Context: an optimization exercise on an open-source flow, tuned for small area and a short achievable clock period. The choices shown serve that exercise and are no tape-out recipe. Function was checked by simulation only, so behaviour that the tests miss may differ from the original.

### flow/design.v
module pixcorr (
    input  wire        clk,
    input  wire        rst,
    input  wire [31:0] cfg_dt,           
    input  wire [31:0] cfg_h,            
    input  wire [23:0] cfg_scene_ofs,    
    input  wire [8:0]  cfg_alpha,        
    input  wire [15:0] cfg_thr,          
    input  wire        cfg_tf_en,
    input  wire        cfg_fresh,
    input  wire        frame_start,
    input  wire        frame_end,
    input  wire        in_valid,
    input  wire        in_blind,         
    input  wire        in_sat,           
    input  wire [23:0] in_xp,            
    input  wire [23:0] in_b,             
    input  wire [23:0] in_o,             
    input  wire [15:0] in_d,             
    input  wire [15:0] in_g,             
    input  wire [15:0] in_s,             
    output reg         out_valid,
    output reg  [15:0] out_y,            
    output reg  [15:0] out_state,        
    output reg         stats_valid,
    output reg  [19:0] st_nvalid,
    output reg  [19:0] st_ninvalid,
    output reg  [19:0] st_nbad,
    output reg  [19:0] st_nrsat,
    output reg  [19:0] st_clip_lo,
    output reg  [19:0] st_clip_hi,
    output reg  [19:0] st_motion,
    output reg  [15:0] st_min,
    output reg  [15:0] st_max,
    output reg  [35:0] st_sum
);
    reg               s0_valid;
    reg               s0_blind, s0_sat;
    reg signed [23:0] s0_xp, s0_b, s0_o;
    reg signed [15:0] s0_d;
    reg        [15:0] s0_g, s0_s;
    always @(posedge clk) begin
        if (rst) s0_valid <= 1'b0;
        else     s0_valid <= in_valid;
        s0_blind <= in_blind;
        s0_sat   <= in_sat;
        s0_xp    <= in_xp;
        s0_b     <= in_b;
        s0_o     <= in_o;
        s0_d     <= in_d;
        s0_g     <= in_g;
        s0_s     <= in_s;
    end
    wire signed [31:0] dt = cfg_dt;
    wire signed [31:0] h  = cfg_h;
    wire signed [47:0] drift_prod = s0_d * dt;
    wire signed [47:0] drift_rnd  = drift_prod + 48'sd32768 - {47'd0, drift_prod[47]};
    wire signed [31:0] drift      = drift_rnd[47:16];
    wire signed [33:0] v_full = s0_xp - s0_b - s0_o - drift - h;
    wire signed [25:0] bl_full = s0_xp - s0_b + 26'sd32768;
    reg               s1_valid;
    reg               s1_blind, s1_sat, s1_bad;
    reg signed [33:0] s1_v;
    reg signed [25:0] s1_bl;
    reg        [15:0] s1_g, s1_s;
    always @(posedge clk) begin
        if (rst) s1_valid <= 1'b0;
        else     s1_valid <= s0_valid;
        s1_blind <= s0_blind;
        s1_sat   <= s0_sat;
        s1_bad   <= (s0_g == 16'd0);
        s1_v     <= v_full;
        s1_bl    <= bl_full;
        s1_g     <= s0_g;
        s1_s     <= s0_s;
    end
    wire signed [16:0] g_s       = {1'b0, s1_g};
    wire signed [50:0] gain_prod = s1_v * g_s;
    wire signed [50:0] gain_rnd  = gain_prod + 51'sd8192 - {50'd0, gain_prod[50]};
    wire signed [36:0] gain_q    = gain_rnd[50:14];
    wire signed [23:0] sofs      = cfg_scene_ofs;
    wire signed [37:0] y_full    = gain_q + sofs;
    wire y_lo = y_full < 38'sd0;
    wire y_hi = y_full > 38'sd65534;
    wire [15:0] y_clamped = y_lo ? 16'd0 : y_hi ? 16'hFFFE : y_full[15:0];
    wire bl_lo = s1_bl < 26'sd0;
    wire bl_hi = s1_bl > 26'sd65534;
    wire [15:0] bl_clamped = bl_lo ? 16'd0 : bl_hi ? 16'hFFFE : s1_bl[15:0];
    reg        s2_valid;
    reg        s2_blind, s2_sat, s2_bad, s2_clo, s2_chi;
    reg [15:0] s2_z, s2_s;
    always @(posedge clk) begin
        if (rst) s2_valid <= 1'b0;
        else     s2_valid <= s1_valid;
        s2_blind <= s1_blind;
        s2_sat   <= s1_sat;
        s2_bad   <= s1_bad;
        s2_s     <= s1_s;
        if (s1_blind) begin
            s2_z   <= s1_sat ? 16'hFFFF : bl_clamped;
            s2_clo <= 1'b0;
            s2_chi <= 1'b0;
        end else if (s1_bad || s1_sat) begin
            s2_z   <= 16'hFFFF;
            s2_clo <= 1'b0;
            s2_chi <= 1'b0;
        end else begin
            s2_z   <= y_clamped;
            s2_clo <= y_lo;
            s2_chi <= y_hi;
        end
    end
    wire [15:0] tf_s      = cfg_fresh ? 16'hFFFF : s2_s;
    wire signed [16:0] tf_d = {1'b0, s2_z} - {1'b0, tf_s};
    wire signed [16:0] thr_s = {1'b0, cfg_thr};
    wire tf_motion_gate   = (tf_d > thr_s) || (tf_d < -thr_s);
    wire signed [9:0]  alpha_s = {1'b0, cfg_alpha};
    wire signed [26:0] tf_prod = tf_d * alpha_s;
    wire signed [26:0] tf_rnd  = tf_prod + 27'sd128 - {26'd0, tf_prod[26]};
    wire signed [18:0] tf_step = tf_rnd[26:8];
    wire [15:0] tf_blend  = tf_s + tf_step[15:0];
    reg  [15:0] f_out, f_state;
    reg         f_motion;
    always @(*) begin
        f_motion = 1'b0;
        if (s2_blind) begin
            f_out   = s2_z;
            f_state = cfg_fresh ? 16'hFFFF : s2_s;
        end else if (!cfg_tf_en) begin
            f_out   = s2_z;
            f_state = s2_s;
        end else if (s2_z == 16'hFFFF) begin
            f_out   = 16'hFFFF;
            f_state = tf_s;
        end else if (tf_s == 16'hFFFF) begin
            f_out   = s2_z;
            f_state = s2_z;
        end else if (tf_motion_gate) begin
            f_motion = 1'b1;
            f_out   = s2_z;
            f_state = s2_z;
        end else begin
            f_out   = tf_blend;
            f_state = tf_blend;
        end
    end
    always @(posedge clk) begin
        if (rst) out_valid <= 1'b0;
        else     out_valid <= s2_valid;
        out_y     <= f_out;
        out_state <= f_state;
    end
    reg end_seen;
    wire active = s2_valid && !s2_blind;
    always @(posedge clk) begin
        if (rst) begin
            end_seen    <= 1'b0;
            stats_valid <= 1'b0;
        end else if (frame_start) begin
            end_seen    <= 1'b0;
            stats_valid <= 1'b0;
        end else begin
            if (frame_end)
                end_seen <= 1'b1;
            if ((end_seen || frame_end) && !in_valid && !s0_valid && !s1_valid && !s2_valid)
                stats_valid <= 1'b1;
        end
    end
    always @(posedge clk) begin
        if (frame_start) begin
            st_nvalid   <= 20'd0;
            st_ninvalid <= 20'd0;
            st_nbad     <= 20'd0;
            st_nrsat    <= 20'd0;
            st_clip_lo  <= 20'd0;
            st_clip_hi  <= 20'd0;
            st_motion   <= 20'd0;
            st_min      <= 16'hFFFF;
            st_max      <= 16'h0000;
            st_sum      <= 36'd0;
        end else if (active) begin
            if (f_out == 16'hFFFF) begin
                st_ninvalid <= st_ninvalid + 20'd1;
            end else begin
                st_nvalid <= st_nvalid + 20'd1;
                if (f_out < st_min) st_min <= f_out;
                if (f_out > st_max) st_max <= f_out;
                st_sum <= st_sum + {20'd0, f_out};
            end
            if (s2_bad)   st_nbad    <= st_nbad + 20'd1;
            if (s2_sat)   st_nrsat   <= st_nrsat + 20'd1;
            if (s2_clo)   st_clip_lo <= st_clip_lo + 20'd1;
            if (s2_chi)   st_clip_hi <= st_clip_hi + 20'd1;
            if (f_motion) st_motion  <= st_motion + 20'd1;
        end
    end
endmodule
### flow/run.sh
#!/bin/bash
# synth_recipe.tcl (not shown) runs the flow's synth.tcl, then flattens the netlist and writes it again
# the make line also repeats each setting of config.mk as NAME=value (left out here)
make -C /OpenROAD-flow-scripts/flow DESIGN_CONFIG=/design/flow/config.mk WORK_HOME=/design/flow/orfs CLKGATE_MAP_FILE= SYNTH_SCRIPT=/design/flow/synth_recipe.tcl finish
### flow/config.mk
export PLATFORM = sky130hd
export DESIGN_NAME = pixcorr
export DESIGN_NICKNAME = pixcorr
export VERILOG_FILES = /design/flow/design.v
export SDC_FILE = /design/flow/constraint.sdc
export NUM_CORES = 4
export LEC_CHECK = 0
export CAP_MARGIN = 20
export CORE_MARGIN = 2
export CORE_UTILIZATION = 40
export PLACE_DENSITY = 0.6
export SLEW_MARGIN = 20
### flow/constraint.sdc
create_clock -name core_clock -period 16.0 [get_ports {clk}]
set_input_delay 3.2000 -clock core_clock [delete_from_list [all_inputs] [get_ports {clk}]]
set_output_delay 3.2000 -clock core_clock [all_outputs]
set_load 0.01 [all_outputs]
==> out/qor.log <==
INFO  global_route   tot_gr_track_use=0.247
INFO  clocking       cts_tree=yes
INFO  synth          synth_top_area_frac=0.329
INFO  worst_hold_path min_path_type=reg -> reg
INFO  route          total_length_of_routed_wires=237mm
INFO  synth          synthXorXnorAreaFrac=0.0530
INFO  setup_path     cp_slowest_cell=fa_1
INFO  synth          yosys.area_share.simple=0.166
INFO  global_route   grt_remaining_overflow=0
INFO  sta            final_hold_viol_count=0
INFO  floorplan      die_height=438um
INFO  synth          combinational_family_with_the_most_area_after_synthesis=adder cells
INFO  clocking       cts-htree-levels=2
INFO  job            cap_viol_max_count=0
INFO  clocking       clockRootBuffer=clkbuf_16
INFO  finish         drive_gt1_frac=0.0694
INFO  sta            worst_slew_pin_slew=1.14ns
INFO  route          routedWlPerCell=19.8um
INFO  floorplan      initial_core_util=0.401
INFO  setup_path     cp_max_fo=10
INFO  sta            final.period_utilization=0.960
INFO  global_route   number_of_global_route_vias_before_repair=64200
INFO  synth          synth_top_area_cell=fa_1
INFO  floorplan      num_io_pins=484
INFO  floorplan      die-area=0.192sqmm
INFO  place          dp.final_hpwl=199mm
INFO  clocking       clk_transition_reported_paths=0.06ns
INFO  sta            finalSetupViolations=0
INFO  setup_path     timing.critical_path.buf_inv=12
INFO  setup_path     required=16.57ns
INFO  synth          yosys-mux-area-fraction=0.00733
INFO  sta            worst_clock_skew=0.0649ns
INFO  synth          postSynthNetCount=10800
INFO  status         run_status=complete, no violations
INFO  global_route   grt_first_pass_wirelength=368mm
INFO  synth          yosys_warnings=1
INFO  sta            finalWorstPathRequiredPeriod=15.36ns
INFO  global_route   grt_start_max_net_pins=105
INFO  sta            timing.final.max_slew_violations=0
INFO  setup_path     timing.critical_path.from_type=input pin
INFO  route          avgViaCountPerCell=5.15
INFO  synth          synthAdderAreaFrac=0.435
INFO  synth          yosysUniqueCellTypes=97
INFO  floorplan      rows=159
INFO  setup_path     slowest_delay=0.55ns
INFO  route          routed-wl-met2=115mm
INFO  setup_path     worst_path_most_repeated_cell=fa_1
INFO  sta            maxClockFrequency=65.1MHz
INFO  synth          postSynth.topFlopCell=dfxtp_1
INFO  global_route   number_of_antenna_violations_at_the_first_check_in_global_routing=19
INFO  synth          netlist_top_cells_area=fa_1, dfxtp_1, ha_1
INFO  synth          postSynthCellCount=8667
INFO  clocking       tritoncts_num_sinks=500
INFO  synth          synth_compound_area_frac=0.105
INFO  route          violation_count_after_the_first_detailed_routing_iteration=3193
INFO  floorplan      coreArea=0.187sqmm
INFO  route          wl_met3=10.2mm
INFO  route          firstDrtPassIters=6
INFO  route          drt.antenna.violating_nets=0
INFO  place          portBuffers=483
INFO  finish         layoutNonFillerInstCount=11900
INFO  synth          synth_seq_area_share=0.133
INFO  clocking       cts-root-to-sink-buffers=3
INFO  clocking       clkLatencyLatePin=0.74ns
INFO  setup_path     arrival=15.94ns
INFO  route          detailed_route_via_count=61400
INFO  synth          mappedNetlistArea=0.0752sqmm
INFO  place          gp_routability_congestion=0.967
INFO  synth          ys_seq_elements=500
INFO  finish         synthToLayoutAreaGrowth=16.9%
INFO  finish         num-nets-final=11500
INFO  synth          synthesis.area_per_instance=8.68squm
INFO  finish         layout_common_cells=inv_1, fa_1, nand2_1
INFO  sta            finalSetupTns=0ns
INFO  synth          synth-async-reset-ratio=0
INFO  synth          synth-edff-count=0
INFO  floorplan      die_width=438um
INFO  place          place.detailed.instances=11800
INFO  setup_path     critPathCaptureType=register
INFO  route          post_route_m1_wl=95.2mm
INFO  clocking       cts-buffers-inserted=61
INFO  clocking       number_of_hold_repair_buffers_added_at_the_cts_stage=0
INFO  setup_path     critPathTopFamily=adder cells
INFO  sta            timing.max_slew.rel_slack=0.240
INFO  finish         layout_commonest_cell=inv_1
INFO  route          topRoutingLayerUsed=met4
INFO  setup_path     timing.setup.critical_path_class=in -> reg
INFO  route          remaining_drc_errors=0
## layout make-up
class | count | area [sq um]
Antenna cell | 16 | 40.0
Clock buffer | 70 | 1630
Clock inverter | 46 | 629
Fill cell | 18100 | 99500
Inverter | 1737 | 6520
Multi-Input combinational cell | 6157 | 57900
Sequential cell | 500 | 10000
Tap cell | 2495 | 3120
Timing Repair Buffer | 901 | 8060
## flip-flops by register name, indices dropped and copies added, names as in the netlist, 20 cells and up
register and flops:
st_clip_hi 20, st_nvalid 20, s1_v 34, s0_xp 24
st_nbad 20, s1_bl 26, s0_o 24, st_nrsat 20
st_clip_lo 20, st_sum 36, s0_b 24, st_ninvalid 20
st_motion 20
## what timing repair did
action	4_1_cts	5_1_grt
endpoints found under the setup margin	0	106
resized for setup	0	47
setup buffers	0	1
hold endpoints to repair	0	0
## metal layers
metal	GRT usage	up-vias
met2	0.423	1546
met4	0.147	0
met1	0.299	30800
met3	0.0263	423
li1	-	28700
met5	0	-
## Yosys cell counts, drive strengths merged (30+ instances only)
cell,n
inv,1736
nand2b,79
dfxtp,500
nand4,86
and3,61
a21oi,349
xor2,185
nand2,1013
or3,34
nor3,91
fa,1235
clkbuf,260
nand3,145
and2,433
nor2b,94
nor2,409
a31oi,30
a211oi,36
xnor2,263
nor4,42
o21bai,68
o21ai,187
a21o,183
o211ai,35
ha,641
o21a,68
## stage by stage
stage	cell area [sq um]	hold slack, ns	worst slack (ns)	utilization
floorplan	75200	0.310	0.0219	-
global placement	85400	0.313	-0.397	0.456
detailed placement	85400	0.313	-0.569	0.456
CTS	87700	0.284	0.166	0.468
global route	87900	0.305	-0.0251	0.469
finish	87900	0.282	0.638	0.469
## path summary, 6_finish.rpt
kind             start  cells after the start        to  slack [ns]
max          cfg_dt[9]                     50  s1_v[33]        0.64
min           s1_s[12]                      0  s2_s[12]        0.28
max reg2reg    s1_g[5]                     47    s2_chi        1.75
min reg2reg   s1_s[12]                      0  s2_s[12]        0.28
## cells by family (layout without fill, tap and decap cells)
family / after synthesis / count (layout)
buf+inv: 2010 / 2754
compound gates: 1195 / 1195
mux: 52 / 52
other cells: 0 / 16
fa+ha+maj: 1876 / 1876
xor+xnor: 450 / 450
flops: 500 / 500
simple gates: 2584 / 2584

==> re-timing with driven ports <==
The results above use ideal ports. As a check the final layout listed here was re-extracted and re-timed, cells and wires unchanged. Step 1, drivers: a clkbuf_16 drives clk and a buf_2 each remaining input, both assumed. Step 2 adds t to the input delays and takes it off the output delays; t is the mean of the earliest and latest rising clock arrival at the registers after step 1. Input paths then give back, and output paths get back, about the clock's delay inside the block. a / b / c = no drivers / after step 1 / after step 2; a / b = the first two.
t (ns): 0.794
setup slack, ns: 0.638 / 0.662 / -0.133
worst setup path after step 2: input to register
worst register clock-pin slew, ns: 0.09 / 0.09
Met with ideal ports but missed after step 2: setup timing in this run. The setup slack of this run moves by +0.024 ns with the drivers and by -0.771 ns with both steps.
